What follows belongs to an exercise in optimizing a design on an open flow for small area, a short achievable clock period and few clock cycles per item; a production flow would make more cautious choices. Only simulation tests tie the RTL to the original design; equivalence was not proved.

--- flow/design.v ---
module qg_spread_quant (
    input  wire         clk,
    input  wire         rst,
    input  wire         in_valid,
    output wire         in_ready,
    input  wire         in_first,    
    input  wire         in_blank,    
    input  wire         in_dots,     
    input  wire         in_grey3,    
    input  wire [16:0]  in_share,    
    input  wire [15:0]  in_gain,     
    input  wire [2:0]   in_lev,      
    input  wire [127:0] in_vol,      
    output reg          out_valid,
    output reg  [2:0]   out_lev,
    output reg          out_clip
);
    assign in_ready = 1'b1;
    reg         s1_valid;
    reg         s1_first, s1_blank, s1_dots, s1_grey3;
    reg [16:0]  s1_share;
    reg [15:0]  s1_gain;
    reg [2:0]   s1_lev;
    reg [111:0] s1_vol;
    always @(posedge clk) begin
        s1_valid <= in_valid && !rst;
        s1_first <= in_first;
        s1_blank <= in_blank;
        s1_dots  <= in_dots;
        s1_grey3 <= in_grey3;
        s1_share <= in_share;
        s1_gain  <= in_dots ? 16'h4000 : in_gain;
        s1_lev   <= in_lev;
        s1_vol   <= in_vol[127:16];
    end
    genvar gi;
    wire [18:-1] bs = {2'b00, s1_share, 1'b0};     
    wire [15:0]  bg = s1_gain;
    wire [32:0] mul_a, mul_b;
    wire bn0 = bs[1];
    wire b10 = bs[0] ^ 1'b0;
    wire b20 = (bs[1] & ~bs[0] & ~1'b0) | (~bs[1] & bs[0] & 1'b0);
    wire bp0_0 = ((b10 & bg[0]) | (b20 & 1'b0)) ^ bn0;
    wire bp0_1 = ((b10 & bg[1]) | (b20 & bg[0])) ^ bn0;
    wire bp0_2 = ((b10 & bg[2]) | (b20 & bg[1])) ^ bn0;
    wire bp0_3 = ((b10 & bg[3]) | (b20 & bg[2])) ^ bn0;
    wire bp0_4 = ((b10 & bg[4]) | (b20 & bg[3])) ^ bn0;
    wire bp0_5 = ((b10 & bg[5]) | (b20 & bg[4])) ^ bn0;
    wire bp0_6 = ((b10 & bg[6]) | (b20 & bg[5])) ^ bn0;
    wire bp0_7 = ((b10 & bg[7]) | (b20 & bg[6])) ^ bn0;
    wire bp0_8 = ((b10 & bg[8]) | (b20 & bg[7])) ^ bn0;
    wire bp0_9 = ((b10 & bg[9]) | (b20 & bg[8])) ^ bn0;
    wire bp0_10 = ((b10 & bg[10]) | (b20 & bg[9])) ^ bn0;
    wire bp0_11 = ((b10 & bg[11]) | (b20 & bg[10])) ^ bn0;
    wire bp0_12 = ((b10 & bg[12]) | (b20 & bg[11])) ^ bn0;
    wire bp0_13 = ((b10 & bg[13]) | (b20 & bg[12])) ^ bn0;
    wire bp0_14 = ((b10 & bg[14]) | (b20 & bg[13])) ^ bn0;
    wire bp0_15 = ((b10 & bg[15]) | (b20 & bg[14])) ^ bn0;
    wire bp0_16 = ((b10 & 1'b0) | (b20 & bg[15])) ^ bn0;
    wire bn1 = bs[3];
    wire b11 = bs[2] ^ bs[1];
    wire b21 = (bs[3] & ~bs[2] & ~bs[1]) | (~bs[3] & bs[2] & bs[1]);
    wire bp1_0 = ((b11 & bg[0]) | (b21 & 1'b0)) ^ bn1;
    wire bp1_1 = ((b11 & bg[1]) | (b21 & bg[0])) ^ bn1;
    wire bp1_2 = ((b11 & bg[2]) | (b21 & bg[1])) ^ bn1;
    wire bp1_3 = ((b11 & bg[3]) | (b21 & bg[2])) ^ bn1;
    wire bp1_4 = ((b11 & bg[4]) | (b21 & bg[3])) ^ bn1;
    wire bp1_5 = ((b11 & bg[5]) | (b21 & bg[4])) ^ bn1;
    wire bp1_6 = ((b11 & bg[6]) | (b21 & bg[5])) ^ bn1;
    wire bp1_7 = ((b11 & bg[7]) | (b21 & bg[6])) ^ bn1;
    wire bp1_8 = ((b11 & bg[8]) | (b21 & bg[7])) ^ bn1;
    wire bp1_9 = ((b11 & bg[9]) | (b21 & bg[8])) ^ bn1;
    wire bp1_10 = ((b11 & bg[10]) | (b21 & bg[9])) ^ bn1;
    wire bp1_11 = ((b11 & bg[11]) | (b21 & bg[10])) ^ bn1;
    wire bp1_12 = ((b11 & bg[12]) | (b21 & bg[11])) ^ bn1;
    wire bp1_13 = ((b11 & bg[13]) | (b21 & bg[12])) ^ bn1;
    wire bp1_14 = ((b11 & bg[14]) | (b21 & bg[13])) ^ bn1;
    wire bp1_15 = ((b11 & bg[15]) | (b21 & bg[14])) ^ bn1;
    wire bp1_16 = ((b11 & 1'b0) | (b21 & bg[15])) ^ bn1;
    wire bn2 = bs[5];
    wire b12 = bs[4] ^ bs[3];
    wire b22 = (bs[5] & ~bs[4] & ~bs[3]) | (~bs[5] & bs[4] & bs[3]);
    wire bp2_0 = ((b12 & bg[0]) | (b22 & 1'b0)) ^ bn2;
    wire bp2_1 = ((b12 & bg[1]) | (b22 & bg[0])) ^ bn2;
    wire bp2_2 = ((b12 & bg[2]) | (b22 & bg[1])) ^ bn2;
    wire bp2_3 = ((b12 & bg[3]) | (b22 & bg[2])) ^ bn2;
    wire bp2_4 = ((b12 & bg[4]) | (b22 & bg[3])) ^ bn2;
    wire bp2_5 = ((b12 & bg[5]) | (b22 & bg[4])) ^ bn2;
    wire bp2_6 = ((b12 & bg[6]) | (b22 & bg[5])) ^ bn2;
    wire bp2_7 = ((b12 & bg[7]) | (b22 & bg[6])) ^ bn2;
    wire bp2_8 = ((b12 & bg[8]) | (b22 & bg[7])) ^ bn2;
    wire bp2_9 = ((b12 & bg[9]) | (b22 & bg[8])) ^ bn2;
    wire bp2_10 = ((b12 & bg[10]) | (b22 & bg[9])) ^ bn2;
    wire bp2_11 = ((b12 & bg[11]) | (b22 & bg[10])) ^ bn2;
    wire bp2_12 = ((b12 & bg[12]) | (b22 & bg[11])) ^ bn2;
    wire bp2_13 = ((b12 & bg[13]) | (b22 & bg[12])) ^ bn2;
    wire bp2_14 = ((b12 & bg[14]) | (b22 & bg[13])) ^ bn2;
    wire bp2_15 = ((b12 & bg[15]) | (b22 & bg[14])) ^ bn2;
    wire bp2_16 = ((b12 & 1'b0) | (b22 & bg[15])) ^ bn2;
    wire bn3 = bs[7];
    wire b13 = bs[6] ^ bs[5];
    wire b23 = (bs[7] & ~bs[6] & ~bs[5]) | (~bs[7] & bs[6] & bs[5]);
    wire bp3_0 = ((b13 & bg[0]) | (b23 & 1'b0)) ^ bn3;
    wire bp3_1 = ((b13 & bg[1]) | (b23 & bg[0])) ^ bn3;
    wire bp3_2 = ((b13 & bg[2]) | (b23 & bg[1])) ^ bn3;
    wire bp3_3 = ((b13 & bg[3]) | (b23 & bg[2])) ^ bn3;
    wire bp3_4 = ((b13 & bg[4]) | (b23 & bg[3])) ^ bn3;
    wire bp3_5 = ((b13 & bg[5]) | (b23 & bg[4])) ^ bn3;
    wire bp3_6 = ((b13 & bg[6]) | (b23 & bg[5])) ^ bn3;
    wire bp3_7 = ((b13 & bg[7]) | (b23 & bg[6])) ^ bn3;
    wire bp3_8 = ((b13 & bg[8]) | (b23 & bg[7])) ^ bn3;
    wire bp3_9 = ((b13 & bg[9]) | (b23 & bg[8])) ^ bn3;
    wire bp3_10 = ((b13 & bg[10]) | (b23 & bg[9])) ^ bn3;
    wire bp3_11 = ((b13 & bg[11]) | (b23 & bg[10])) ^ bn3;
    wire bp3_12 = ((b13 & bg[12]) | (b23 & bg[11])) ^ bn3;
    wire bp3_13 = ((b13 & bg[13]) | (b23 & bg[12])) ^ bn3;
    wire bp3_14 = ((b13 & bg[14]) | (b23 & bg[13])) ^ bn3;
    wire bp3_15 = ((b13 & bg[15]) | (b23 & bg[14])) ^ bn3;
    wire bp3_16 = ((b13 & 1'b0) | (b23 & bg[15])) ^ bn3;
    wire bn4 = bs[9];
    wire b14 = bs[8] ^ bs[7];
    wire b24 = (bs[9] & ~bs[8] & ~bs[7]) | (~bs[9] & bs[8] & bs[7]);
    wire bp4_0 = ((b14 & bg[0]) | (b24 & 1'b0)) ^ bn4;
    wire bp4_1 = ((b14 & bg[1]) | (b24 & bg[0])) ^ bn4;
    wire bp4_2 = ((b14 & bg[2]) | (b24 & bg[1])) ^ bn4;
    wire bp4_3 = ((b14 & bg[3]) | (b24 & bg[2])) ^ bn4;
    wire bp4_4 = ((b14 & bg[4]) | (b24 & bg[3])) ^ bn4;
    wire bp4_5 = ((b14 & bg[5]) | (b24 & bg[4])) ^ bn4;
    wire bp4_6 = ((b14 & bg[6]) | (b24 & bg[5])) ^ bn4;
    wire bp4_7 = ((b14 & bg[7]) | (b24 & bg[6])) ^ bn4;
    wire bp4_8 = ((b14 & bg[8]) | (b24 & bg[7])) ^ bn4;
    wire bp4_9 = ((b14 & bg[9]) | (b24 & bg[8])) ^ bn4;
    wire bp4_10 = ((b14 & bg[10]) | (b24 & bg[9])) ^ bn4;
    wire bp4_11 = ((b14 & bg[11]) | (b24 & bg[10])) ^ bn4;
    wire bp4_12 = ((b14 & bg[12]) | (b24 & bg[11])) ^ bn4;
    wire bp4_13 = ((b14 & bg[13]) | (b24 & bg[12])) ^ bn4;
    wire bp4_14 = ((b14 & bg[14]) | (b24 & bg[13])) ^ bn4;
    wire bp4_15 = ((b14 & bg[15]) | (b24 & bg[14])) ^ bn4;
    wire bp4_16 = ((b14 & 1'b0) | (b24 & bg[15])) ^ bn4;
    wire bn5 = bs[11];
    wire b15 = bs[10] ^ bs[9];
    wire b25 = (bs[11] & ~bs[10] & ~bs[9]) | (~bs[11] & bs[10] & bs[9]);
    wire bp5_0 = ((b15 & bg[0]) | (b25 & 1'b0)) ^ bn5;
    wire bp5_1 = ((b15 & bg[1]) | (b25 & bg[0])) ^ bn5;
    wire bp5_2 = ((b15 & bg[2]) | (b25 & bg[1])) ^ bn5;
    wire bp5_3 = ((b15 & bg[3]) | (b25 & bg[2])) ^ bn5;
    wire bp5_4 = ((b15 & bg[4]) | (b25 & bg[3])) ^ bn5;
    wire bp5_5 = ((b15 & bg[5]) | (b25 & bg[4])) ^ bn5;
    wire bp5_6 = ((b15 & bg[6]) | (b25 & bg[5])) ^ bn5;
    wire bp5_7 = ((b15 & bg[7]) | (b25 & bg[6])) ^ bn5;
    wire bp5_8 = ((b15 & bg[8]) | (b25 & bg[7])) ^ bn5;
    wire bp5_9 = ((b15 & bg[9]) | (b25 & bg[8])) ^ bn5;
    wire bp5_10 = ((b15 & bg[10]) | (b25 & bg[9])) ^ bn5;
    wire bp5_11 = ((b15 & bg[11]) | (b25 & bg[10])) ^ bn5;
    wire bp5_12 = ((b15 & bg[12]) | (b25 & bg[11])) ^ bn5;
    wire bp5_13 = ((b15 & bg[13]) | (b25 & bg[12])) ^ bn5;
    wire bp5_14 = ((b15 & bg[14]) | (b25 & bg[13])) ^ bn5;
    wire bp5_15 = ((b15 & bg[15]) | (b25 & bg[14])) ^ bn5;
    wire bp5_16 = ((b15 & 1'b0) | (b25 & bg[15])) ^ bn5;
    wire bn6 = bs[13];
    wire b16 = bs[12] ^ bs[11];
    wire b26 = (bs[13] & ~bs[12] & ~bs[11]) | (~bs[13] & bs[12] & bs[11]);
    wire bp6_0 = ((b16 & bg[0]) | (b26 & 1'b0)) ^ bn6;
    wire bp6_1 = ((b16 & bg[1]) | (b26 & bg[0])) ^ bn6;
    wire bp6_2 = ((b16 & bg[2]) | (b26 & bg[1])) ^ bn6;
    wire bp6_3 = ((b16 & bg[3]) | (b26 & bg[2])) ^ bn6;
    wire bp6_4 = ((b16 & bg[4]) | (b26 & bg[3])) ^ bn6;
    wire bp6_5 = ((b16 & bg[5]) | (b26 & bg[4])) ^ bn6;
    wire bp6_6 = ((b16 & bg[6]) | (b26 & bg[5])) ^ bn6;
    wire bp6_7 = ((b16 & bg[7]) | (b26 & bg[6])) ^ bn6;
    wire bp6_8 = ((b16 & bg[8]) | (b26 & bg[7])) ^ bn6;
    wire bp6_9 = ((b16 & bg[9]) | (b26 & bg[8])) ^ bn6;
    wire bp6_10 = ((b16 & bg[10]) | (b26 & bg[9])) ^ bn6;
    wire bp6_11 = ((b16 & bg[11]) | (b26 & bg[10])) ^ bn6;
    wire bp6_12 = ((b16 & bg[12]) | (b26 & bg[11])) ^ bn6;
    wire bp6_13 = ((b16 & bg[13]) | (b26 & bg[12])) ^ bn6;
    wire bp6_14 = ((b16 & bg[14]) | (b26 & bg[13])) ^ bn6;
    wire bp6_15 = ((b16 & bg[15]) | (b26 & bg[14])) ^ bn6;
    wire bp6_16 = ((b16 & 1'b0) | (b26 & bg[15])) ^ bn6;
    wire bn7 = bs[15];
    wire b17 = bs[14] ^ bs[13];
    wire b27 = (bs[15] & ~bs[14] & ~bs[13]) | (~bs[15] & bs[14] & bs[13]);
    wire bp7_0 = ((b17 & bg[0]) | (b27 & 1'b0)) ^ bn7;
    wire bp7_1 = ((b17 & bg[1]) | (b27 & bg[0])) ^ bn7;
    wire bp7_2 = ((b17 & bg[2]) | (b27 & bg[1])) ^ bn7;
    wire bp7_3 = ((b17 & bg[3]) | (b27 & bg[2])) ^ bn7;
    wire bp7_4 = ((b17 & bg[4]) | (b27 & bg[3])) ^ bn7;
    wire bp7_5 = ((b17 & bg[5]) | (b27 & bg[4])) ^ bn7;
    wire bp7_6 = ((b17 & bg[6]) | (b27 & bg[5])) ^ bn7;
    wire bp7_7 = ((b17 & bg[7]) | (b27 & bg[6])) ^ bn7;
    wire bp7_8 = ((b17 & bg[8]) | (b27 & bg[7])) ^ bn7;
    wire bp7_9 = ((b17 & bg[9]) | (b27 & bg[8])) ^ bn7;
    wire bp7_10 = ((b17 & bg[10]) | (b27 & bg[9])) ^ bn7;
    wire bp7_11 = ((b17 & bg[11]) | (b27 & bg[10])) ^ bn7;
    wire bp7_12 = ((b17 & bg[12]) | (b27 & bg[11])) ^ bn7;
    wire bp7_13 = ((b17 & bg[13]) | (b27 & bg[12])) ^ bn7;
    wire bp7_14 = ((b17 & bg[14]) | (b27 & bg[13])) ^ bn7;
    wire bp7_15 = ((b17 & bg[15]) | (b27 & bg[14])) ^ bn7;
    wire bp7_16 = ((b17 & 1'b0) | (b27 & bg[15])) ^ bn7;
    wire bn8 = bs[17];
    wire b18 = bs[16] ^ bs[15];
    wire b28 = (bs[17] & ~bs[16] & ~bs[15]) | (~bs[17] & bs[16] & bs[15]);
    wire bp8_0 = ((b18 & bg[0]) | (b28 & 1'b0)) ^ bn8;
    wire bp8_1 = ((b18 & bg[1]) | (b28 & bg[0])) ^ bn8;
    wire bp8_2 = ((b18 & bg[2]) | (b28 & bg[1])) ^ bn8;
    wire bp8_3 = ((b18 & bg[3]) | (b28 & bg[2])) ^ bn8;
    wire bp8_4 = ((b18 & bg[4]) | (b28 & bg[3])) ^ bn8;
    wire bp8_5 = ((b18 & bg[5]) | (b28 & bg[4])) ^ bn8;
    wire bp8_6 = ((b18 & bg[6]) | (b28 & bg[5])) ^ bn8;
    wire bp8_7 = ((b18 & bg[7]) | (b28 & bg[6])) ^ bn8;
    wire bp8_8 = ((b18 & bg[8]) | (b28 & bg[7])) ^ bn8;
    wire bp8_9 = ((b18 & bg[9]) | (b28 & bg[8])) ^ bn8;
    wire bp8_10 = ((b18 & bg[10]) | (b28 & bg[9])) ^ bn8;
    wire bp8_11 = ((b18 & bg[11]) | (b28 & bg[10])) ^ bn8;
    wire bp8_12 = ((b18 & bg[12]) | (b28 & bg[11])) ^ bn8;
    wire bp8_13 = ((b18 & bg[13]) | (b28 & bg[12])) ^ bn8;
    wire bp8_14 = ((b18 & bg[14]) | (b28 & bg[13])) ^ bn8;
    wire bp8_15 = ((b18 & bg[15]) | (b28 & bg[14])) ^ bn8;
    wire bp8_16 = ((b18 & 1'b0) | (b28 & bg[15])) ^ bn8;
    wire s1 = bp0_16 ^ bp1_14;
    wire c2 = bp0_16 & bp1_14;
    wire s3 = ~bn0 ^ bp1_15 ^ bp2_13;
    wire c4 = (~bn0 & bp1_15) | (~bn0 & bp2_13) | (bp1_15 & bp2_13);
    wire s5 = bp1_16 ^ bp2_14;
    wire c6 = bp1_16 & bp2_14;
    wire s7 = bp0_10 ^ bp1_8;
    wire c8 = bp0_10 & bp1_8;
    wire s9 = bp0_11 ^ bp1_9;
    wire c10 = bp0_11 & bp1_9;
    wire s11 = bp0_12 ^ bp1_10 ^ bp2_8;
    wire c12 = (bp0_12 & bp1_10) | (bp0_12 & bp2_8) | (bp1_10 & bp2_8);
    wire s13 = bp3_6 ^ bp4_4;
    wire c14 = bp3_6 & bp4_4;
    wire s15 = bp0_13 ^ bp1_11 ^ bp2_9;
    wire c16 = (bp0_13 & bp1_11) | (bp0_13 & bp2_9) | (bp1_11 & bp2_9);
    wire s17 = bp3_7 ^ bp4_5 ^ bp5_3;
    wire c18 = (bp3_7 & bp4_5) | (bp3_7 & bp5_3) | (bp4_5 & bp5_3);
    wire s19 = bp0_14 ^ bp1_12 ^ bp2_10;
    wire c20 = (bp0_14 & bp1_12) | (bp0_14 & bp2_10) | (bp1_12 & bp2_10);
    wire s21 = bp3_8 ^ bp4_6 ^ bp5_4;
    wire c22 = (bp3_8 & bp4_6) | (bp3_8 & bp5_4) | (bp4_6 & bp5_4);
    wire s23 = bp6_2 ^ bp7_0;
    wire c24 = bp6_2 & bp7_0;
    wire s25 = bp0_15 ^ bp1_13 ^ bp2_11;
    wire c26 = (bp0_15 & bp1_13) | (bp0_15 & bp2_11) | (bp1_13 & bp2_11);
    wire s27 = bp3_9 ^ bp4_7 ^ bp5_5;
    wire c28 = (bp3_9 & bp4_7) | (bp3_9 & bp5_5) | (bp4_7 & bp5_5);
    wire s29 = bp6_3 ^ bp7_1;
    wire c30 = bp6_3 & bp7_1;
    wire s31 = s1 ^ bp2_12 ^ bp3_10;
    wire c32 = (s1 & bp2_12) | (s1 & bp3_10) | (bp2_12 & bp3_10);
    wire s33 = bp4_8 ^ bp5_6 ^ bp6_4;
    wire c34 = (bp4_8 & bp5_6) | (bp4_8 & bp6_4) | (bp5_6 & bp6_4);
    wire s35 = bp7_2 ^ bp8_0 ^ bn8;
    wire c36 = (bp7_2 & bp8_0) | (bp7_2 & bn8) | (bp8_0 & bn8);
    wire s37 = c2 ^ s3 ^ bp3_11;
    wire c38 = (c2 & s3) | (c2 & bp3_11) | (s3 & bp3_11);
    wire s39 = bp4_9 ^ bp5_7 ^ bp6_5;
    wire c40 = (bp4_9 & bp5_7) | (bp4_9 & bp6_5) | (bp5_7 & bp6_5);
    wire s41 = bp7_3 ^ bp8_1 ^ 1'b1;
    wire c42 = (bp7_3 & bp8_1) | (bp7_3 & 1'b1) | (bp8_1 & 1'b1);
    wire s43 = c4 ^ s5 ^ bp3_12;
    wire c44 = (c4 & s5) | (c4 & bp3_12) | (s5 & bp3_12);
    wire s45 = bp4_10 ^ bp5_8 ^ bp6_6;
    wire c46 = (bp4_10 & bp5_8) | (bp4_10 & bp6_6) | (bp5_8 & bp6_6);
    wire s47 = bp7_4 ^ bp8_2 ^ 1'b1;
    wire c48 = (bp7_4 & bp8_2) | (bp7_4 & 1'b1) | (bp8_2 & 1'b1);
    wire s49 = c6 ^ ~bn1 ^ bp2_15;
    wire c50 = (c6 & ~bn1) | (c6 & bp2_15) | (~bn1 & bp2_15);
    wire s51 = bp3_13 ^ bp4_11 ^ bp5_9;
    wire c52 = (bp3_13 & bp4_11) | (bp3_13 & bp5_9) | (bp4_11 & bp5_9);
    wire s53 = bp6_7 ^ bp7_5 ^ bp8_3;
    wire c54 = (bp6_7 & bp7_5) | (bp6_7 & bp8_3) | (bp7_5 & bp8_3);
    wire s55 = bp2_16 ^ bp3_14 ^ bp4_12;
    wire c56 = (bp2_16 & bp3_14) | (bp2_16 & bp4_12) | (bp3_14 & bp4_12);
    wire s57 = bp5_10 ^ bp6_8 ^ bp7_6;
    wire c58 = (bp5_10 & bp6_8) | (bp5_10 & bp7_6) | (bp6_8 & bp7_6);
    wire s59 = bp8_4 ^ 1'b1;
    wire c60 = bp8_4 & 1'b1;
    wire s61 = ~bn2 ^ bp3_15 ^ bp4_13;
    wire c62 = (~bn2 & bp3_15) | (~bn2 & bp4_13) | (bp3_15 & bp4_13);
    wire s63 = bp5_11 ^ bp6_9 ^ bp7_7;
    wire c64 = (bp5_11 & bp6_9) | (bp5_11 & bp7_7) | (bp6_9 & bp7_7);
    wire s65 = bp3_16 ^ bp4_14 ^ bp5_12;
    wire c66 = (bp3_16 & bp4_14) | (bp3_16 & bp5_12) | (bp4_14 & bp5_12);
    wire s67 = bp6_10 ^ bp7_8;
    wire c68 = bp6_10 & bp7_8;
    wire s69 = ~bn3 ^ bp4_15 ^ bp5_13;
    wire c70 = (~bn3 & bp4_15) | (~bn3 & bp5_13) | (bp4_15 & bp5_13);
    wire s71 = bp4_16 ^ bp5_14;
    wire c72 = bp4_16 & bp5_14;
    wire s73 = bp0_6 ^ bp1_4;
    wire c74 = bp0_6 & bp1_4;
    wire s75 = bp0_7 ^ bp1_5;
    wire c76 = bp0_7 & bp1_5;
    wire s77 = bp0_8 ^ bp1_6 ^ bp2_4;
    wire c78 = (bp0_8 & bp1_6) | (bp0_8 & bp2_4) | (bp1_6 & bp2_4);
    wire s79 = bp3_2 ^ bp4_0;
    wire c80 = bp3_2 & bp4_0;
    wire s81 = bp0_9 ^ bp1_7 ^ bp2_5;
    wire c82 = (bp0_9 & bp1_7) | (bp0_9 & bp2_5) | (bp1_7 & bp2_5);
    wire s83 = bp3_3 ^ bp4_1;
    wire c84 = bp3_3 & bp4_1;
    wire s85 = s7 ^ bp2_6 ^ bp3_4;
    wire c86 = (s7 & bp2_6) | (s7 & bp3_4) | (bp2_6 & bp3_4);
    wire s87 = bp4_2 ^ bp5_0 ^ bn5;
    wire c88 = (bp4_2 & bp5_0) | (bp4_2 & bn5) | (bp5_0 & bn5);
    wire s89 = c8 ^ s9 ^ bp2_7;
    wire c90 = (c8 & s9) | (c8 & bp2_7) | (s9 & bp2_7);
    wire s91 = bp3_5 ^ bp4_3 ^ bp5_1;
    wire c92 = (bp3_5 & bp4_3) | (bp3_5 & bp5_1) | (bp4_3 & bp5_1);
    wire s93 = c10 ^ s11 ^ s13;
    wire c94 = (c10 & s11) | (c10 & s13) | (s11 & s13);
    wire s95 = bp5_2 ^ bp6_0 ^ bn6;
    wire c96 = (bp5_2 & bp6_0) | (bp5_2 & bn6) | (bp6_0 & bn6);
    wire s97 = c12 ^ c14 ^ s15;
    wire c98 = (c12 & c14) | (c12 & s15) | (c14 & s15);
    wire s99 = s17 ^ bp6_1 ^ 1'b1;
    wire c100 = (s17 & bp6_1) | (s17 & 1'b1) | (bp6_1 & 1'b1);
    wire s101 = c16 ^ c18 ^ s19;
    wire c102 = (c16 & c18) | (c16 & s19) | (c18 & s19);
    wire s103 = s21 ^ s23 ^ bn7;
    wire c104 = (s21 & s23) | (s21 & bn7) | (s23 & bn7);
    wire s105 = c20 ^ c22 ^ c24;
    wire c106 = (c20 & c22) | (c20 & c24) | (c22 & c24);
    wire s107 = s25 ^ s27 ^ s29;
    wire c108 = (s25 & s27) | (s25 & s29) | (s27 & s29);
    wire s109 = c26 ^ c28 ^ c30;
    wire c110 = (c26 & c28) | (c26 & c30) | (c28 & c30);
    wire s111 = s31 ^ s33 ^ s35;
    wire c112 = (s31 & s33) | (s31 & s35) | (s33 & s35);
    wire s113 = c32 ^ c34 ^ c36;
    wire c114 = (c32 & c34) | (c32 & c36) | (c34 & c36);
    wire s115 = s37 ^ s39 ^ s41;
    wire c116 = (s37 & s39) | (s37 & s41) | (s39 & s41);
    wire s117 = c38 ^ c40 ^ c42;
    wire c118 = (c38 & c40) | (c38 & c42) | (c40 & c42);
    wire s119 = s43 ^ s45 ^ s47;
    wire c120 = (s43 & s45) | (s43 & s47) | (s45 & s47);
    wire s121 = c44 ^ c46 ^ c48;
    wire c122 = (c44 & c46) | (c44 & c48) | (c46 & c48);
    wire s123 = s49 ^ s51 ^ s53;
    wire c124 = (s49 & s51) | (s49 & s53) | (s51 & s53);
    wire s125 = c50 ^ c52 ^ c54;
    wire c126 = (c50 & c52) | (c50 & c54) | (c52 & c54);
    wire s127 = s55 ^ s57 ^ s59;
    wire c128 = (s55 & s57) | (s55 & s59) | (s57 & s59);
    wire s129 = c56 ^ c58 ^ c60;
    wire c130 = (c56 & c58) | (c56 & c60) | (c58 & c60);
    wire s131 = s61 ^ s63 ^ bp8_5;
    wire c132 = (s61 & s63) | (s61 & bp8_5) | (s63 & bp8_5);
    wire s133 = c62 ^ c64 ^ s65;
    wire c134 = (c62 & c64) | (c62 & s65) | (c64 & s65);
    wire s135 = s67 ^ bp8_6 ^ 1'b1;
    wire c136 = (s67 & bp8_6) | (s67 & 1'b1) | (bp8_6 & 1'b1);
    wire s137 = c66 ^ c68 ^ s69;
    wire c138 = (c66 & c68) | (c66 & s69) | (c68 & s69);
    wire s139 = bp6_11 ^ bp7_9 ^ bp8_7;
    wire c140 = (bp6_11 & bp7_9) | (bp6_11 & bp8_7) | (bp7_9 & bp8_7);
    wire s141 = c70 ^ s71 ^ bp6_12;
    wire c142 = (c70 & s71) | (c70 & bp6_12) | (s71 & bp6_12);
    wire s143 = bp7_10 ^ bp8_8 ^ 1'b1;
    wire c144 = (bp7_10 & bp8_8) | (bp7_10 & 1'b1) | (bp8_8 & 1'b1);
    wire s145 = c72 ^ ~bn4 ^ bp5_15;
    wire c146 = (c72 & ~bn4) | (c72 & bp5_15) | (~bn4 & bp5_15);
    wire s147 = bp6_13 ^ bp7_11 ^ bp8_9;
    wire c148 = (bp6_13 & bp7_11) | (bp6_13 & bp8_9) | (bp7_11 & bp8_9);
    wire s149 = bp5_16 ^ bp6_14 ^ bp7_12;
    wire c150 = (bp5_16 & bp6_14) | (bp5_16 & bp7_12) | (bp6_14 & bp7_12);
    wire s151 = bp8_10 ^ 1'b1;
    wire c152 = bp8_10 & 1'b1;
    wire s153 = ~bn5 ^ bp6_15 ^ bp7_13;
    wire c154 = (~bn5 & bp6_15) | (~bn5 & bp7_13) | (bp6_15 & bp7_13);
    wire s155 = bp6_16 ^ bp7_14;
    wire c156 = bp6_16 & bp7_14;
    wire s157 = bp0_4 ^ bp1_2;
    wire c158 = bp0_4 & bp1_2;
    wire s159 = bp0_5 ^ bp1_3;
    wire c160 = bp0_5 & bp1_3;
    wire s161 = s73 ^ bp2_2 ^ bp3_0;
    wire c162 = (s73 & bp2_2) | (s73 & bp3_0) | (bp2_2 & bp3_0);
    wire s163 = c74 ^ s75 ^ bp2_3;
    wire c164 = (c74 & s75) | (c74 & bp2_3) | (s75 & bp2_3);
    wire s165 = c76 ^ s77 ^ s79;
    wire c166 = (c76 & s77) | (c76 & s79) | (s77 & s79);
    wire s167 = c78 ^ c80 ^ s81;
    wire c168 = (c78 & c80) | (c78 & s81) | (c80 & s81);
    wire s169 = c82 ^ c84 ^ s85;
    wire c170 = (c82 & c84) | (c82 & s85) | (c84 & s85);
    wire s171 = c86 ^ c88 ^ s89;
    wire c172 = (c86 & c88) | (c86 & s89) | (c88 & s89);
    wire s173 = c90 ^ c92 ^ s93;
    wire c174 = (c90 & c92) | (c90 & s93) | (c92 & s93);
    wire s175 = c94 ^ c96 ^ s97;
    wire c176 = (c94 & c96) | (c94 & s97) | (c96 & s97);
    wire s177 = c98 ^ c100 ^ s101;
    wire c178 = (c98 & c100) | (c98 & s101) | (c100 & s101);
    wire s179 = c102 ^ c104 ^ s105;
    wire c180 = (c102 & c104) | (c102 & s105) | (c104 & s105);
    wire s181 = c106 ^ c108 ^ s109;
    wire c182 = (c106 & c108) | (c106 & s109) | (c108 & s109);
    wire s183 = c110 ^ c112 ^ s113;
    wire c184 = (c110 & c112) | (c110 & s113) | (c112 & s113);
    wire s185 = c114 ^ c116 ^ s117;
    wire c186 = (c114 & c116) | (c114 & s117) | (c116 & s117);
    wire s187 = c118 ^ c120 ^ s121;
    wire c188 = (c118 & c120) | (c118 & s121) | (c120 & s121);
    wire s189 = c122 ^ c124 ^ s125;
    wire c190 = (c122 & c124) | (c122 & s125) | (c124 & s125);
    wire s191 = c126 ^ c128 ^ s129;
    wire c192 = (c126 & c128) | (c126 & s129) | (c128 & s129);
    wire s193 = c130 ^ c132 ^ s133;
    wire c194 = (c130 & c132) | (c130 & s133) | (c132 & s133);
    wire s195 = c134 ^ c136 ^ s137;
    wire c196 = (c134 & c136) | (c134 & s137) | (c136 & s137);
    wire s197 = c138 ^ c140 ^ s141;
    wire c198 = (c138 & c140) | (c138 & s141) | (c140 & s141);
    wire s199 = c142 ^ c144 ^ s145;
    wire c200 = (c142 & c144) | (c142 & s145) | (c144 & s145);
    wire s201 = c146 ^ c148 ^ s149;
    wire c202 = (c146 & c148) | (c146 & s149) | (c148 & s149);
    wire s203 = c150 ^ c152 ^ s153;
    wire c204 = (c150 & c152) | (c150 & s153) | (c152 & s153);
    wire s205 = c154 ^ s155 ^ bp8_12;
    wire c206 = (c154 & s155) | (c154 & bp8_12) | (s155 & bp8_12);
    wire s207 = c156 ^ ~bn6 ^ bp7_15;
    wire c208 = (c156 & ~bn6) | (c156 & bp7_15) | (~bn6 & bp7_15);
    wire s209 = bp7_16 ^ bp8_14;
    wire c210 = bp7_16 & bp8_14;
    wire s211 = bp0_2 ^ bp1_0;
    wire c212 = bp0_2 & bp1_0;
    wire s213 = bp0_3 ^ bp1_1;
    wire c214 = bp0_3 & bp1_1;
    wire s215 = s157 ^ bp2_0 ^ bn2;
    wire c216 = (s157 & bp2_0) | (s157 & bn2) | (bp2_0 & bn2);
    wire s217 = c158 ^ s159 ^ bp2_1;
    wire c218 = (c158 & s159) | (c158 & bp2_1) | (s159 & bp2_1);
    wire s219 = c160 ^ s161 ^ bn3;
    wire c220 = (c160 & s161) | (c160 & bn3) | (s161 & bn3);
    wire s221 = c162 ^ s163 ^ bp3_1;
    wire c222 = (c162 & s163) | (c162 & bp3_1) | (s163 & bp3_1);
    wire s223 = c164 ^ s165 ^ bn4;
    wire c224 = (c164 & s165) | (c164 & bn4) | (s165 & bn4);
    wire s225 = c166 ^ s167 ^ s83;
    wire c226 = (c166 & s167) | (c166 & s83) | (s167 & s83);
    wire s227 = c168 ^ s169 ^ s87;
    wire c228 = (c168 & s169) | (c168 & s87) | (s169 & s87);
    wire s229 = c170 ^ s171 ^ s91;
    wire c230 = (c170 & s171) | (c170 & s91) | (s171 & s91);
    wire s231 = c172 ^ s173 ^ s95;
    wire c232 = (c172 & s173) | (c172 & s95) | (s173 & s95);
    wire s233 = c174 ^ s175 ^ s99;
    wire c234 = (c174 & s175) | (c174 & s99) | (s175 & s99);
    wire s235 = c176 ^ s177 ^ s103;
    wire c236 = (c176 & s177) | (c176 & s103) | (s177 & s103);
    wire s237 = c178 ^ s179 ^ s107;
    wire c238 = (c178 & s179) | (c178 & s107) | (s179 & s107);
    wire s239 = c180 ^ s181 ^ s111;
    wire c240 = (c180 & s181) | (c180 & s111) | (s181 & s111);
    wire s241 = c182 ^ s183 ^ s115;
    wire c242 = (c182 & s183) | (c182 & s115) | (s183 & s115);
    wire s243 = c184 ^ s185 ^ s119;
    wire c244 = (c184 & s185) | (c184 & s119) | (s185 & s119);
    wire s245 = c186 ^ s187 ^ s123;
    wire c246 = (c186 & s187) | (c186 & s123) | (s187 & s123);
    wire s247 = c188 ^ s189 ^ s127;
    wire c248 = (c188 & s189) | (c188 & s127) | (s189 & s127);
    wire s249 = c190 ^ s191 ^ s131;
    wire c250 = (c190 & s191) | (c190 & s131) | (s191 & s131);
    wire s251 = c192 ^ s193 ^ s135;
    wire c252 = (c192 & s193) | (c192 & s135) | (s193 & s135);
    wire s253 = c194 ^ s195 ^ s139;
    wire c254 = (c194 & s195) | (c194 & s139) | (s195 & s139);
    wire s255 = c196 ^ s197 ^ s143;
    wire c256 = (c196 & s197) | (c196 & s143) | (s197 & s143);
    wire s257 = c198 ^ s199 ^ s147;
    wire c258 = (c198 & s199) | (c198 & s147) | (s199 & s147);
    wire s259 = c200 ^ s201 ^ s151;
    wire c260 = (c200 & s201) | (c200 & s151) | (s201 & s151);
    wire s261 = c202 ^ s203 ^ bp8_11;
    wire c262 = (c202 & s203) | (c202 & bp8_11) | (s203 & bp8_11);
    wire s263 = c204 ^ s205 ^ 1'b1;
    wire c264 = (c204 & s205) | (c204 & 1'b1) | (s205 & 1'b1);
    wire s265 = c206 ^ s207 ^ bp8_13;
    wire c266 = (c206 & s207) | (c206 & bp8_13) | (s207 & bp8_13);
    wire s267 = c208 ^ s209 ^ 1'b1;
    wire c268 = (c208 & s209) | (c208 & 1'b1) | (s209 & 1'b1);
    wire s269 = c210 ^ ~bn7 ^ bp8_15;
    wire c270 = (c210 & ~bn7) | (c210 & bp8_15) | (~bn7 & bp8_15);
    wire s271 = bp8_16 ^ 1'b1;
    wire c272 = bp8_16 & 1'b1;
    assign mul_a = {c270, c268, c266, c264, c262, c260, c258, c256, c254, c252, c250, c248, c246, c244, c242, c240, c238, c236, c234, c232, c230, c228, c226, c224, c222, c220, c218, c216, c214, c212, s211, bp0_1, bp0_0};
    assign mul_b = {s271, s269, s267, s265, s263, s261, s259, s257, s255, s253, s251, s249, s247, s245, s243, s241, s239, s237, s235, s233, s231, s229, s227, s225, s223, s221, s219, s217, s215, s213, bn1, 1'b0, bn0};
    wire [32:0] prod = mul_a + mul_b;             
    wire        sat  = !s1_dots && (|prod[32:30]);
    wire [15:0] v1 [0:7];
    assign v1[0] = 16'd0;
    generate
        for (gi = 1; gi < 8; gi = gi + 1) begin : g_v1
            assign v1[gi] = s1_vol[16*gi-16 +: 16];
        end
    endgenerate
    reg         s2_valid;
    reg         s2_blank, s2_grey3;
    reg         s2_sat;
    reg [16:0]  s2_prod;
    reg [15:0]  s2_own;
    reg [111:0] s2_vol;
    always @(posedge clk) begin
        s2_valid <= s1_valid && !rst;
        s2_blank <= s1_blank;
        s2_grey3 <= s1_grey3;
        s2_sat   <= sat;
        s2_prod  <= prod[30:14];
        s2_own   <= v1[s1_lev];
        s2_vol   <= s1_vol;
    end
    wire [15:0] v [0:8];
    assign v[0] = 16'd0;
    assign v[8] = 16'd0;
    generate
        for (gi = 1; gi < 8; gi = gi + 1) begin : g_v2
            assign v[gi] = s2_vol[16*gi-16 +: 16];
        end
    endgenerate
    reg  [18:0] c_want;
    reg  [15:0] c_vol;
    wire [16:0] a    = s2_sat ? 17'h0ffff : s2_prod;
    wire [18:0] w_p  = {3'd0, s2_own};
    wire [18:0] w_q  = {2'd0, a};
    wire [18:0] w_s1 = w_p ^ w_q ^ c_want;
    wire [18:0] w_c1 = (w_p & w_q) | (w_p & c_want) | (w_q & c_want);
    wire [18:0] w_r  = {w_c1[17:0], 1'b1};
    wire [18:0] w_v  = {3'b111, ~c_vol};
    wire [18:0] w_s2 = w_s1 ^ w_r ^ w_v;
    wire [18:0] w_c2 = (w_s1 & w_r) | (w_s1 & w_v) | (w_r & w_v);
    wire [18:0] want = w_s2 + {w_c2[17:0], 1'b0};
    wire        neg  = want[18];
    wire        big  = !neg && (|want[17:16]);
    function carry19(input [18:0] x, input [18:0] y, input ci);
        integer k;
        reg c;
        begin
            c = ci;
            for (k = 0; k < 19; k = k + 1)
                c = (x[k] & y[k]) | (x[k] & c) | (y[k] & c);
            carry19 = c;
        end
    endfunction
    wire [19:0] nw2 = ~{want, 1'b0};
    wire [7:1]  up;
    generate
        for (gi = 1; gi < 8; gi = gi + 1) begin : g_up
            wire [19:0] y = {4'd0, v[gi-1]};
            wire [19:0] z = {4'd0, v[gi]};
            wire [19:0] s = nw2 ^ y ^ z;
            wire [19:0] c = (nw2 & y) | (nw2 & z) | (y & z);
            wire        t = s[19] ^ c[18] ^ carry19(s[18:0], {c[17:0], 1'b0}, 1'b1);
            assign up[gi] = (gi < 4 || s2_grey3) && t && (v[gi] != v[gi-1]);
        end
    endgenerate
    wire [7:0] at_b;
    assign at_b[7] = up[7];
    assign at_b[6] = up[6] && !up[7];
    assign at_b[5] = up[5] && !(|up[7:6]);
    assign at_b[4] = up[4] && !(|up[7:5]);
    assign at_b[3] = up[3] && !(|up[7:4]);
    assign at_b[2] = up[2] && !(|up[7:3]);
    assign at_b[1] = up[1] && !(|up[7:2]);
    assign at_b[0] = !(|up[7:1]);
    wire [2:0] best = {at_b[7] | at_b[6] | at_b[5] | at_b[4],
                       at_b[7] | at_b[6] | at_b[3] | at_b[2],
                       at_b[7] | at_b[5] | at_b[3] | at_b[1]};
    reg [15:0] v_sel;
    integer l;
    always @(*) begin
        v_sel = 16'd0;
        for (l = 1; l < 8; l = l + 1)
            v_sel = v_sel | ({16{at_b[l]}} & v[l]);
    end
    wire [15:0] v_top = s2_grey3 ? v[7] : v[3];
    wire        clip  = !neg && (big || carry19({3'd0, want[15:0]}, {3'b111, ~v_top}, 1'b0));
    wire        zero  = clip || neg;
    always @(posedge clk) begin
        out_valid <= s2_valid && !rst;
        if (s1_valid && s1_first) begin
            c_want <= 19'd0;
            c_vol  <= 16'd0;
        end else if (s2_valid && !s2_blank) begin
            c_want <= zero ? 19'd0 : want;
            c_vol  <= zero ? 16'd0 : v_sel;
        end
        out_lev  <= s2_blank ? 3'd0 : best;
        out_clip <= !s2_blank && clip;
    end
endmodule
--- flow/run.sh ---
#!/bin/bash
# synth_recipe.tcl (not shown) runs the flow's synth.tcl, then flattens the netlist and writes it again
# the make line also repeats each setting of config.mk as NAME=value (left out here)
make -C /OpenROAD-flow-scripts/flow DESIGN_CONFIG=/design/flow/config.mk WORK_HOME=/design/flow/orfs CLKGATE_MAP_FILE= SYNTH_SCRIPT=/design/flow/synth_recipe.tcl finish
--- flow/constraint.sdc ---
create_clock -name core_clock -period 36.0 [get_ports {clk}]
set_input_delay 7.2000 -clock core_clock [delete_from_list [all_inputs] [get_ports {clk}]]
set_output_delay 7.2000 -clock core_clock [all_outputs]
set_load 0.01 [all_outputs]
--- flow/config.mk ---
export PLATFORM = sky130hd
export DESIGN_NAME = qg_spread_quant
export DESIGN_NICKNAME = qg_spread_quant
export VERILOG_FILES = /design/flow/design.v
export SDC_FILE = /design/flow/constraint.sdc
export NUM_CORES = 4
export LEC_CHECK = 0
export CAP_MARGIN = 20
export CORE_MARGIN = 2
export CORE_UTILIZATION = 40
export PLACE_DENSITY = 0.6
export SLEW_MARGIN = 20
==> summary.txt, run 1 <==
STA
  • Part of the cycle the worst path needs: 24.55%
  • Finish-stage setup viols: 0
  • Slew at the pin closest to its max-slew limit: 1.092 ns
  • Fin. max-slew vios: 0
  • RSZ-0062 raised after global routing: no
  • Slew headroom: 26.91%
  • Max Clk Rate: 113.1 MHz
  • Setup_tns: 0 ns
  • Clock Skews: 0.03218 ns
  • Final Hold Fails: 0
  • Minimum clock period: 8.839 ns

Finish
  • Diodes inserted: 0
  • Fin area: just over 30000 um2
  • Filler cell count: 6297
  • Layout cell share with drive strength beyond 1: about 6.4%
  • Area Overhead vs Synth: 13.41%
  • Nets@finish: approximately 3600

Min path
  • Hold Path Class: flip-flop to flip-flop
  • Hold path cells: 0

Routing
  • Routed Antenna Nets: 0
  • Final wirelength: 85.86 mm
  • DR iter-0 viols: 1924
  • DR vias/cell: 5.688
  • Met3 wire len: 5.359 mm
  • Via count: about 22000
  • Avg WL per Cell: around 22 um
  • TritonRoute pass-1 iters: 8
  • Routed met2 length: 41.02 mm
  • Top Metal Used: met5
  • Residual DRC count: 0
  • Metal-1 WL: 35.88 mm

Worst setup path
  • Critical Path AT: 9.35 ns
  • Worst Path Max Fanout: 35
  • CP required: 36.52 ns
  • Crit path kind: flip-flop to flip-flop
  • CP Launch Type: flip-flop
  • Reg2reg path depth: 25
  • Critical Path Sink Type: flip-flop

Clock network
  • H-tree depth: 2
  • Number of buffers created by CTS: 39
  • Post-CTS resize count: 0
  • Insertion delay to the later sink of the worst-skew pair: 0.60 ns
  • Clock transition at path regs: 0.07 ns
  • Root buf cell: clkbuf_16
  • Sink Count: 342
  • Clock buffer depth: 3
  • Hold Buf Count CTS: 0
  • TritonCTS clock tree: yes
  • Postcts setup bufs: 0

Global routing
  • Vias in the first global route: ~22000
  • Number of antenna violations at the first check in global routing: 1
  • Global-route wire length before repair: between 100 and 150 mm
  • GRT Residual Overflow: 0
  • All-Layer GR Usage: about a quarter
  • Largest net degree at the start of global routing: 72

Synthesis
  • Synth unique cells: 97
  • Register area share after synthesis: between 20% and 30%
  • Yosys reg bits: 342
  • Synth Cell Area: 26750 um2
  • Synth Instances: approximately 3000
  • Avg Cell Area, Syn: 8.848 um2
  • Ys async rst share: 0%
  • Synth warn: 1
  • Number of synthesized flops with an enable pin: 0
  • Dominant synthesized flop cell: dfxtp_1
  • Syn_nets: roughly 3600

Floorplanning
  • Core ar.: 65980 um2
  • Starting Density: 40.54%
  • Die area: 68960 um2
  • Die width: 262.6 um
  • Cell Rows: 94
  • Die H: 262.6 um
  • I/O Pins: approximately 180

Placement
  • GPL Wtd Cong: 0.9277
  • # port buffers: 159
  • Post-DP Area: 28920 um2
  • DP HPWL: between 60 and 70 mm

Status
  • Status: complete, no violations

Run
  • Max_cap viols: 0
-- metal layers --
layer	up-vias	global-route usage [%]
li1	10581	-
met1	10877	31.90
met2	843	42.21
met3	175	3.092
met4	2	9.786
met5	-	0
-- through the flow --
step                      hold slack, ns  utilization (%)  worst slack (ns)  std cells
after floorplan                   0.3096                -             28.21       3023
after global placement            0.3188            43.83             27.47       3881
after detailed placement          0.3150            43.83             27.26       3881
after CTS                         0.3375            45.96             27.21       3952
after global routing              0.3423            45.97             26.35       3952
final                             0.3323            45.97             27.16       3952
-- worst max-delay path: stages (launching register included) --
cell	delay, ns
dfxtp_1	0.46
nor2_1	0.43
fa_1	0.51
fa_1	0.49
inv_1	0.04
ha_1	0.25
fa_1	0.48
a211oi_2	0.37
o21ai_1	0.20
a31oi_1	0.29
o21bai_1	0.11
xor2_1	0.47
inv_1	0.41
fa_1	0.65
nor2_1	0.07
o21ai_0	0.21
o21ai_0	0.13
a32oi_1	0.24
o21ai_0	0.12
a21boi_1	0.34
mux2i_4	0.85
nand3b_4	0.56
nor4bb_4	0.44
buf_4	0.33
a221oi_1	0.14
nand2_1	0.09
-- final cells by class --
cell class / instances / area, um2 / share of cell area, %
repair buffers: 205 / 1937 / 6.385
well taps: 864 / 1081 / 3.564
multi-input cells: 2128 / 17770 / 58.58
flip-flops and latches: 342 / 6857 / 22.60
inverters: 342 / 1284 / 4.232
clock buffers: 49 / 1084 / 3.572
clock inverters: 22 / 324.1 / 1.068
-- registers in the layout (all words and copies together), names as in the netlist, 16 cells and up --
| register | flops |
|---|---|
| c_want | 19 |
| s2_vol | 112 |
| s1_vol | 112 |
| s1_gain | 16 |
| s2_own | 16 |
| s2_prod | 17 |
| s1_share | 17 |
| c_vol | 16 |
-- cells by family (layout without fill, tap and decap cells) --
| logic type | Yosys count | count (layout) | synth area share [%] |
|---|---|---|---|
| adder cells (fa/ha/maj) | 479 | 479 | 27.97 |
| flip-flops | 342 | 342 | 25.60 |
| multiplexers | 60 | 60 | 2.914 |
| AO/OA/AOI/OAI | 767 | 767 | 19.71 |
| AND/OR/NAND/NOR | 776 | 776 | 14.33 |
| other | 1 | 1 | 0.01402 |
| buffers and inverters | 553 | 618 | 7.994 |
| XOR/XNOR | 45 | 45 | 1.473 |
-- cell usage after synthesis, types with 10 or more instances --
master / n / area, um2
a221oi_1: 45 / 394.1
dfxtp_1: 342 / 6847
or3_1: 11 / 68.82
o211ai_1: 14 / 105.1
xor2_1: 23 / 201.4
clkbuf_1: 163 / 611.8
o21ai_0: 136 / 680.7
o21a_1: 12 / 90.09
o22ai_1: 51 / 319.1
buf_1: 28 / 105.1
xnor2_1: 22 / 192.7
and2_1: 44 / 275.3
buf_2: 12 / 60.06
nand2_1: 251 / 942.2
inv_1: 340 / 1276
nand3_1: 40 / 200.2
a31oi_1: 36 / 225.2
mux2i_1: 29 / 290.3
fa_1: 221 / 4424
mux4_2: 11 / 247.7
nand2b_1: 23 / 143.9
o221ai_1: 43 / 376.6
nor4_1: 36 / 225.2
nor2b_1: 62 / 387.9
a211oi_1: 28 / 210.2
nor3_1: 56 / 280.3
nor2_1: 183 / 686.9
a21oi_1: 163 / 815.8
maj3_1: 68 / 680.7
a22oi_1: 80 / 600.6
and3_1: 10 / 62.56
a221oi_2: 11 / 165.2
a22o_1: 11 / 96.34
mux2_2: 17 / 191.4
a21o_1: 15 / 112.6
o31ai_1: 32 / 240.2
ha_1: 190 / 2377
nand4_1: 17 / 106.4
-- placed cells by master (no fill, tap or decap), types with 45 or more instances in the layout --
master           instances
a21oi_1                163
a221oi_1                45
a22oi_1                 80
buf_4                   46
clkdlybuf4s50_1        159
dfxtp_1                334
fa_1                   221
ha_1                   190
inv_1                  340
maj3_1                  68
nand2_1                251
nor2_1                 182
nor2b_1                 62
nor3_1                  56
o21ai_0                136
o22ai_1                 51
-- final timing paths --
| check | end | startpoint | slack, ns |
|---|---|---|---|
| hold reg to reg | s2_grey3$_DFF_P_ | s1_grey3$_DFF_P_ | 0.33 |
| setup / recovery | c_vol[0]$_SDFFE_PP0P_ | s2_sat$_DFF_P_ | 27.16 |
| hold / removal | s2_grey3$_DFF_P_ | s1_grey3$_DFF_P_ | 0.33 |
| setup reg to reg | c_vol[0]$_SDFFE_PP0P_ | s2_sat$_DFF_P_ | 27.16 |
Testbench counts, summed over its fixed seeds: cycles 40,016, items 40,000.
==> run 2: changes to the inputs <==
--- a/flow/config.mk
+++ b/flow/config.mk
@@ -5,6 +5,7 @@
 export SDC_FILE = /design/flow/constraint.sdc
 export NUM_CORES = 4
 export LEC_CHECK = 0
+export ABC_AREA = 1
 export CAP_MARGIN = 20
 export CORE_MARGIN = 2
 export CORE_UTILIZATION = 40
==> run 2 against run 1 <==
Synthesized cell count fell by 2.1%. Via count down 11%. Clock skew is 0.0084 ns lower. Largest cell class unchanged. Utilization increased by 0.63 points. Routed wire length decreased by 13%. Critical path depth decreased by 24. Cell count fell by 1.4%.
==> summary.txt, run 2 <==
Status
  • Status: complete, no violations

Clock network
  • TritonCTS clock tree: yes
  • Postcts setup bufs: 0 (unchanged)
  • Clock buffer depth: 3 (unchanged)
  • Post-CTS resize count: 0 (unchanged)
  • Sink Count: 342 (unchanged)
  • Insertion delay to the later sink of the worst-skew pair: 0.58 ns (-0.02 ns)
  • Number of buffers created by CTS: 39 (unchanged)
  • Clock transition at path regs: 0.06 ns (about the same)
  • Root buf cell: clkbuf_16
  • Hold Buf Count CTS: 0 (unchanged)
  • H-tree depth: 2 (unchanged)

Worst setup path
  • Max incr delay on CP: 0.57 ns (-0.28 ns)
  • Cells along the critical path: clkdlybuf4s50_1
  • RR Endpoint: c_vol[1]$_SDFFE_PP0P_
  • CP Launch Type: flip-flop
  • Reg2reg start: s2_sat$_DFF_P_
  • Worst Path Max Fanout: 1 (-97%)
  • Worst path top cell family by delay: buffers and inverters
  • Crit path kind: flip-flop to output pin
  • Critical Path Sink Type: output pin
  • CP required: 28.80 ns (-7.72 ns)
  • WP buf/inv: 1 (-2)
  • Slowest CP cell: clkdlybuf4s50_1
  • Reg2reg path depth: 35 (+40%)
  • Critical Path AT: 1.45 ns (-7.90 ns)
  • Reg2Reg Setup Slack: 29.02 ns (+1.86 ns)

Global routing
  • Global-route wire length before repair: 116.1 mm (-13%)
  • Largest net degree at the start of global routing: 53 (-26%)
  • All-Layer GR Usage: 23.56% (-1.2 points)
  • Number of antenna violations at the first check in global routing: 2 (+1)
  • GRT Residual Overflow: 0 (unchanged)
  • Vias in the first global route: 21105 (-6.1%)

Floorplanning
  • Die width: 252.2 um (-4.0%)
  • Core ar.: 60580 um2 (-8.2%)
  • Die H: 252.2 um (-4.0%)
  • Starting Density: 40.66% (+0.12 points)
  • Die area: 63580 um2 (-7.8%)
  • Cell Rows: 90 (-4.3%)
  • I/O Pins: 177 (unchanged)

Synthesis
  • Post-synth top area cell: dfxtp_1
  • Synth Cell Area: 24630 um2 (-7.9%)
  • Synth Instances: 2960 (-2.1%)
  • Synth unique cells: 67 (-31%)
  • Ys async rst share: 0% (unchanged)
  • Yosys reg bits: 342 (unchanged)
  • Number of synthesized flops with an enable pin: 0 (unchanged)
  • Commonest cells in the netlist: 588 x inv_1, 422 x nand2_1, 342 x dfxtp_1
  • Top-count cell post-synth: inv_1
  • Synth area leaders: dfxtp_1 28%, fa_1 18%, ha_1 9.7%, inv_1 9.0%, nand2_1 6.4%
  • Register area share after synthesis: 27.79% (+2.2 points)
  • Synth top area share: 27.79% (+2.2 points)
  • Dominant synthesized flop cell: dfxtp_1
  • Avg Cell Area, Syn: 8.322 um2 (-5.9%)
  • Synth warn: 1 (unchanged)
  • Syn_nets: 3542 (-1.7%)

Min path
  • Hold path endpoint: s2_grey3$_DFF_P_
  • Hold Path Class: flip-flop to flip-flop
  • Hold_sp: s1_grey3$_DFF_P_
  • Hold path cells: 0 (unchanged)

Finish
  • Nets@finish: 3669 (+0.80%)
  • Most common cell after layout, fill and taps aside: inv_1
  • Filler cell count: 5879 (-6.6%)
  • Layout cell share with drive strength beyond 1: 4.947% (-1.4 points)
  • Largest regs: s1_vol x112, s2_vol x112, c_want x19
  • Final core utilization: 46.60% (+0.63 points)
  • Most frequent cells in the layout: 587 x inv_1, 422 x nand2_1, 342 x dfxtp_1
  • Area Overhead vs Synth: 14.62%
  • Layout Cells excl Fill: 3896 (-1.4%)

STA
  • Clock Skews: 0.02377 ns (-0.008411 ns)
  • Slew headroom: 33.13% (+6.2 points)
  • Fin. max-slew vios: 0 (unchanged)
  • Final Hold Fails: 0 (unchanged)
  • Part of the cycle the worst path needs: 24.03% (-0.52 points)
  • Finish-stage setup viols: 0 (unchanged)
  • Worst hold slack: 0.3245 ns (-0.007735 ns)
  • Minimum clock period: 8.651 ns (-0.1871 ns)
  • Max Clk Rate: 115.6 MHz (+2.2%)
  • Setup_tns: 0 ns (unchanged)
  • Slew at the pin closest to its max-slew limit: 1.002 ns (-0.09066 ns)
  • RSZ-0062 raised after global routing: no

Routing
  • Routed met2 length: 36.95 mm (-9.9%)
  • Residual DRC count: 0 (unchanged)
  • TritonRoute pass-1 iters: 5 (-3)
  • Avg WL per Cell: 19.12 um (-12%)
  • Final wirelength: 74.50 mm (-13%)
  • DR vias/cell: 5.143 (-9.6%)
  • Via count: 20039 (-11%)
  • Routed Antenna Nets: 0 (unchanged)
  • Metal-1 WL: 30.66 mm (-15%)
  • Met3 wire len: 3.662 mm (-32%)
  • Top Metal Used: met4
  • DR iter-0 viols: 1196 (-38%)

Placement
  • Placed cell count: 3825 (-1.4%)
  • # port buffers: 159 (unchanged)
  • DP HPWL: 57.58 mm (-12%)
  • GPL Wtd Cong: 0.9000 (-3.0%)

Run
  • Max_cap viols: 0 (unchanged)
run 2: layout make-up:
type                       instances  area (um2)  share of cell area (%)
sequential                       342        6847                   24.25
tap                              782       978.4                   3.465
timing repair buffer             177        1754                   6.213
antenna                            1       2.502                0.008863
inverter                         615        2311                   8.185
clock inverter                    16       166.4                  0.5894
multi-input combinational       1912       15080                   53.43
clock buffer                      51        1091                   3.864
run 2: worst max-delay path by stage:
stage,from,end,cells after the start,slack [ns]
2_1_floorplan,in_dots,s1_gain[10]$_SDFF_PP0_,2,28.36
3_3_place_gp,in_dots,s1_gain[14]$_SDFF_PP1_,2,27.28
3_5_place_dp,in_dots,s1_gain[14]$_SDFF_PP1_,2,27.24
4_1_cts,out_clip$_DFF_P_,out_clip,1,27.30
5_1_grt,out_lev[1]$_SDFF_PP0_,out_lev[1],1,27.30
6_report,out_lev[1]$_SDFF_PP0_,out_lev[1],1,27.35
run 2: logic make-up after synthesis:
| kind of cell | after synthesis | share of synthesized area [%] |
|---|---|---|
| AOI/OAI and AO/OA | 449 | 11.56 |
| xor gates and xnor gates | 161 | 5.755 |
| adders and majority gates | 414 | 27.73 |
| buffers and inverters | 706 | 11.16 |
| DFF | 342 | 27.80 |
| muxes | 1 | 0.04064 |
| other | 1 | 0.01522 |
| and+or+nand+nor | 886 | 15.94 |
run 2: per-layer routing:
| layer | vias up | global-route usage [%] |
|---|---|---|
| li1 | 9637 | - |
| met1 | 9624 | 28.10 |
| met2 | 612 | 42.32 |
| met3 | 166 | 3.038 |
| met4 | 0 | 10.40 |
| met5 | - | 0 |
run 2: through the flow:
stage                     area, um2  setup slack (ns)
final                         28230             27.35
after global routing          28230             27.30
after CTS                     28180             27.30
after detailed placement      26920             27.24
after global placement        26920             27.28
after floorplan               24630             28.36
==> run 3: changes to the inputs <==
==> flow/flow/run.sh (new file) <==
#!/bin/bash
# The standard layout, except that the ports are buffered with the
# smallest buffer (sky130_fd_sc_hd__buf_1) instead of the delay cell
# buffer_ports picks by itself.  Synthesis is the standard one.
set -euo pipefail
bash standard.sh synth > synth.log 2>&1
bash standard.sh "BUFFER_PORTS_ARGS=-buffer_cell sky130_fd_sc_hd__buf_1" finish > layout.log 2>&1
==> flow/standard.sh (new file) <==
#!/bin/bash
# synth_recipe.tcl (not shown) runs the flow's synth.tcl, then flattens the netlist and writes it again
# the make line also repeats each setting of config.mk as NAME=value (left out here)
make -C /OpenROAD-flow-scripts/flow DESIGN_CONFIG=/design/flow/config.mk WORK_HOME=/design/flow/orfs CLKGATE_MAP_FILE= SYNTH_SCRIPT=/design/flow/synth_recipe.tcl "${@:-finish}"
removed: flow/run.sh
==> run 3 against run 2 <==
Via count fell by 2.2%. First-iteration DRC count rose by 17%. Global-route usage fell by 1.6 points. Critical endpoint unchanged. Die area did not move. Flip-flop and latch count did not move. Setup slack improved by 0.38 ns. Register-to-register slack improved by 0.12 ns. Routed wire length fell by 7.4%. Critical path type unchanged.
==> summary.txt, run 3 <==
Synthesis
  • Synth Cell Area: 24630 um2 (unchanged)
  • Dominant synthesized flop cell: dfxtp_1
  • Ys async rst share: 0% (unchanged)
  • Post-synthesis compound-gate area fraction: 11.56% (unchanged)
  • Number of synthesized flops with an enable pin: 0 (unchanged)
  • Yosys reg bits: 342 (unchanged)
  • Commonest cells in the netlist: 588 x inv_1, 422 x nand2_1, 342 x dfxtp_1
  • Adder-Cell Fraction of Synth Area: 27.73% (unchanged)
  • Register area share after synthesis: 27.79% (unchanged)
  • Synth warn: 1 (unchanged)
  • Synth unique cells: 67 (unchanged)
  • Synth Instances: 2960 (unchanged)
  • Xor/xnor share of the synthesized area: 5.755% (unchanged)
  • Synth top area share: 27.79% (unchanged)
  • Syn_nets: 3542 (unchanged)
  • Post-synth top area cell: dfxtp_1
  • Synth area leaders: dfxtp_1 28%, fa_1 18%, ha_1 9.7%, inv_1 9.0%, nand2_1 6.4%
  • Mux share of post-synthesis cell area: 0.04064% (unchanged)
  • Largest family of logic cells by synthesized area: adder cells
  • Top-count cell post-synth: inv_1
  • Avg Cell Area, Syn: 8.322 um2 (unchanged)
  • Simple-Gate Fraction of Synth Area: 15.94% (unchanged)

Worst setup path
  • CP Launch Type: flip-flop
  • Slowest CP cell: dfxtp_1
  • Critical Path Sink Type: output pin
  • WP buf/inv: 1 (unchanged)
  • Cells along the critical path: buf_1
  • Max incr delay on CP: 0.31 ns (-0.26 ns)
  • Worst Path Max Fanout: 1 (unchanged)
  • Crit path kind: flip-flop to output pin
  • CP required: 28.80 ns (about the same)
  • Worst path top cell family by delay: flip-flops
  • Critical Path AT: 1.07 ns (-0.38 ns)

Routing
  • Avg WL per Cell: 17.67 um (-7.6%)
  • Final wirelength: 68.98 mm (-7.4%)
  • TritonRoute pass-1 iters: 6 (+1)
  • Residual DRC count: 0 (unchanged)
  • DR iter-0 viols: 1399 (+17%)
  • Routed Antenna Nets: 0 (unchanged)
  • DR vias/cell: 5.019 (-2.4%)
  • Via count: 19595 (-2.2%)

Clock network
  • Post-CTS resize count: 0 (unchanged)
  • Sink Count: 342 (unchanged)
  • Clock buffer depth: 3 (unchanged)
  • H-tree depth: 2 (unchanged)
  • TritonCTS clock tree: yes
  • Postcts setup bufs: 0 (unchanged)
  • Number of buffers created by CTS: 39 (unchanged)
  • Clock transition at path regs: 0.06 ns (about the same)
  • Root buf cell: clkbuf_16
  • Hold Buf Count CTS: 0 (unchanged)
  • Insertion delay to the later sink of the worst-skew pair: 0.58 ns (about the same)

Global routing
  • Global-route wire length before repair: 108.6 mm (-6.5%)
  • Vias in the first global route: 19894 (-5.7%)
  • GRT Residual Overflow: 0 (unchanged)
  • Largest net degree at the start of global routing: 53 (unchanged)
  • All-Layer GR Usage: 21.92% (-1.6 points)
  • Number of antenna violations at the first check in global routing: 0 (-2)

Placement
  • DP HPWL: 53.31 mm (-7.4%)
  • # port buffers: 159 (unchanged)
  • GPL Wtd Cong: 0.9070 (+0.78%)
  • Post-DP Area: 25950 um2 (-3.6%)

Finish
  • Filler cell count: 6092 (+3.6%)
  • Most frequent cells in the layout: 588 x inv_1, 422 x nand2_1, 342 x dfxtp_1
  • Reg area: 6847 um2 (unchanged)
  • Most common cell after layout, fill and taps aside: inv_1
  • Layout cell share with drive strength beyond 1: 5.191% (+0.24 points)
  • Largest regs: s1_vol x112, s2_vol x112, c_want x19
  • Area of the multi-input gates: 15070 um2 (about the same)
  • Fin area: 27380 um2 (-3.0%)
  • Area Overhead vs Synth: 11.17%
  • Nets@finish: 3672 (+0.082%)

Floorplanning
  • Die H: 252.2 um (unchanged)
  • I/O Pins: 177 (unchanged)
  • Die width: 252.2 um (unchanged)
  • Starting Density: 40.66% (unchanged)
  • Die area: 63580 um2 (unchanged)
  • Cell Rows: 90 (unchanged)
  • Core ar.: 60580 um2 (unchanged)

STA
  • Finish-stage setup viols: 0 (unchanged)
  • Final Hold Fails: 0 (unchanged)
  • Clock Skews: 0.02295 ns (-0.0008163 ns)
  • Slew at the pin closest to its max-slew limit: 0.9834 ns (-0.01821 ns)
  • Setup_tns: 0 ns (unchanged)
  • Part of the cycle the worst path needs: 22.98% (-1.1 points)
  • Minimum clock period: 8.272 ns (-0.3791 ns)
  • Max Clk Rate: 120.9 MHz (+4.6%)
  • RSZ-0062 raised after global routing: no
  • Slew headroom: 33.84% (+0.70 points)
  • Fin. max-slew vios: 0 (unchanged)

Min path
  • Hold Path Class: flip-flop to flip-flop

Run
  • Max_cap viols: 0 (unchanged)

Status
  • Status: complete, no violations
==> run 3: changes by cell type in the layout (fill, tap and decap cells not counted), sizes merged <==
cell / change
clkinvlp: -3
buf: +162
clkdlybuf4s50: -159
inv: +1
clkbuf: +1
clkinv: +2
bufinv: +4
==> run 3: per-layer routing <==
metal | share of wire, % | global-route usage, % | vias up | wire [um]
met5 | 0 | 0 | - | 0
met4 | 3.7 | 8.233 | 0 | 2560
met3 | 5.1 | 3.028 | 126 | 3544
met2 | 48 | 38.10 | 516 | 33250
met1 | 43 | 27.61 | 9310 | 29630
li1 | - | - | 9643 | -
==> run 3: worst paths after layout <==
path	depth (start not counted)	slack (ns)	endpoint	start
setup / recovery	1	27.73	out_lev[1]	out_lev[1]$_SDFF_PP0_
hold / removal	0	0.33	s2_grey3$_DFF_P_	s1_grey3$_DFF_P_
setup reg to reg	34	29.14	c_vol[1]$_SDFFE_PP0P_	s2_sat$_DFF_P_
hold reg to reg	0	0.33	s2_grey3$_DFF_P_	s1_grey3$_DFF_P_
==> run 3: layout make-up <==
cell class / count / share of cell area (%)
multi-input cells: 1912 / 55.04
flip-flops and latches: 342 / 25.00
inverters: 615 / 8.439
clock buffers: 52 / 4.035
well taps: 782 / 3.573
repair buffers: 180 / 2.856
clock inverters: 20 / 1.046
diodes: 1 / 0.009138
==> run 3: logic make-up after synthesis <==
family / count (synthesis)
flip-flops: 342
XOR/XNOR: 161
buffers and inverters: 706
multiplexers: 1
adder cells (fa/ha/maj): 414
AND/OR/NAND/NOR: 886
other: 1
AO/OA/AOI/OAI: 449
==> run 3: through the flow <==
stage	instances	hold slack [ns]	setup slack (ns)	util (%)
after floorplan	2960	0.3096	28.36	-
after global placement	3828	0.3132	27.75	42.82
after detailed placement	3829	0.3161	27.75	42.84
after CTS	3901	0.3309	27.67	45.14
after global routing	3903	0.3367	27.68	45.20
final	3904	0.3292	27.73	45.20

==> what the ideal ports hide <==
The flow's constraints put no driver on any port. The routed layouts listed below were extracted and timed again, unchanged, in two steps.
Step 1 (the two cells are an assumption about what drives the block):
set clk [get_ports {clk}]
set_driving_cell -lib_cell sky130_fd_sc_hd__clkbuf_16 $clk
set_driving_cell -lib_cell sky130_fd_sc_hd__buf_2 [delete_from_list [all_inputs] $clk]
Step 2 moves the port delays by t, midway between the first and last clock arrival at a register: inputs arrive t later, outputs are due t later. That takes back most of the time a late clock gives input paths.
Slacks: ideal / step 1 / step 2; pairs: ideal / step 1.
run | t (ns) | slack for setup (ns) | worst register clock-pin slew, ns
run 1 | 0.643 | 27.161 / 27.161 / 27.161 | 0.07 / 0.07
run 2 | 0.625 | 27.349 / 27.289 / 27.326 | 0.07 / 0.07
run 3 | 0.627 | 27.728 / 27.671 / 27.792 | 0.06 / 0.06
After both steps setup and hold are still met in every run listed. The setup slack of run 2, which loses most, moves by -0.060 ns with the drivers and by -0.023 ns with both steps.
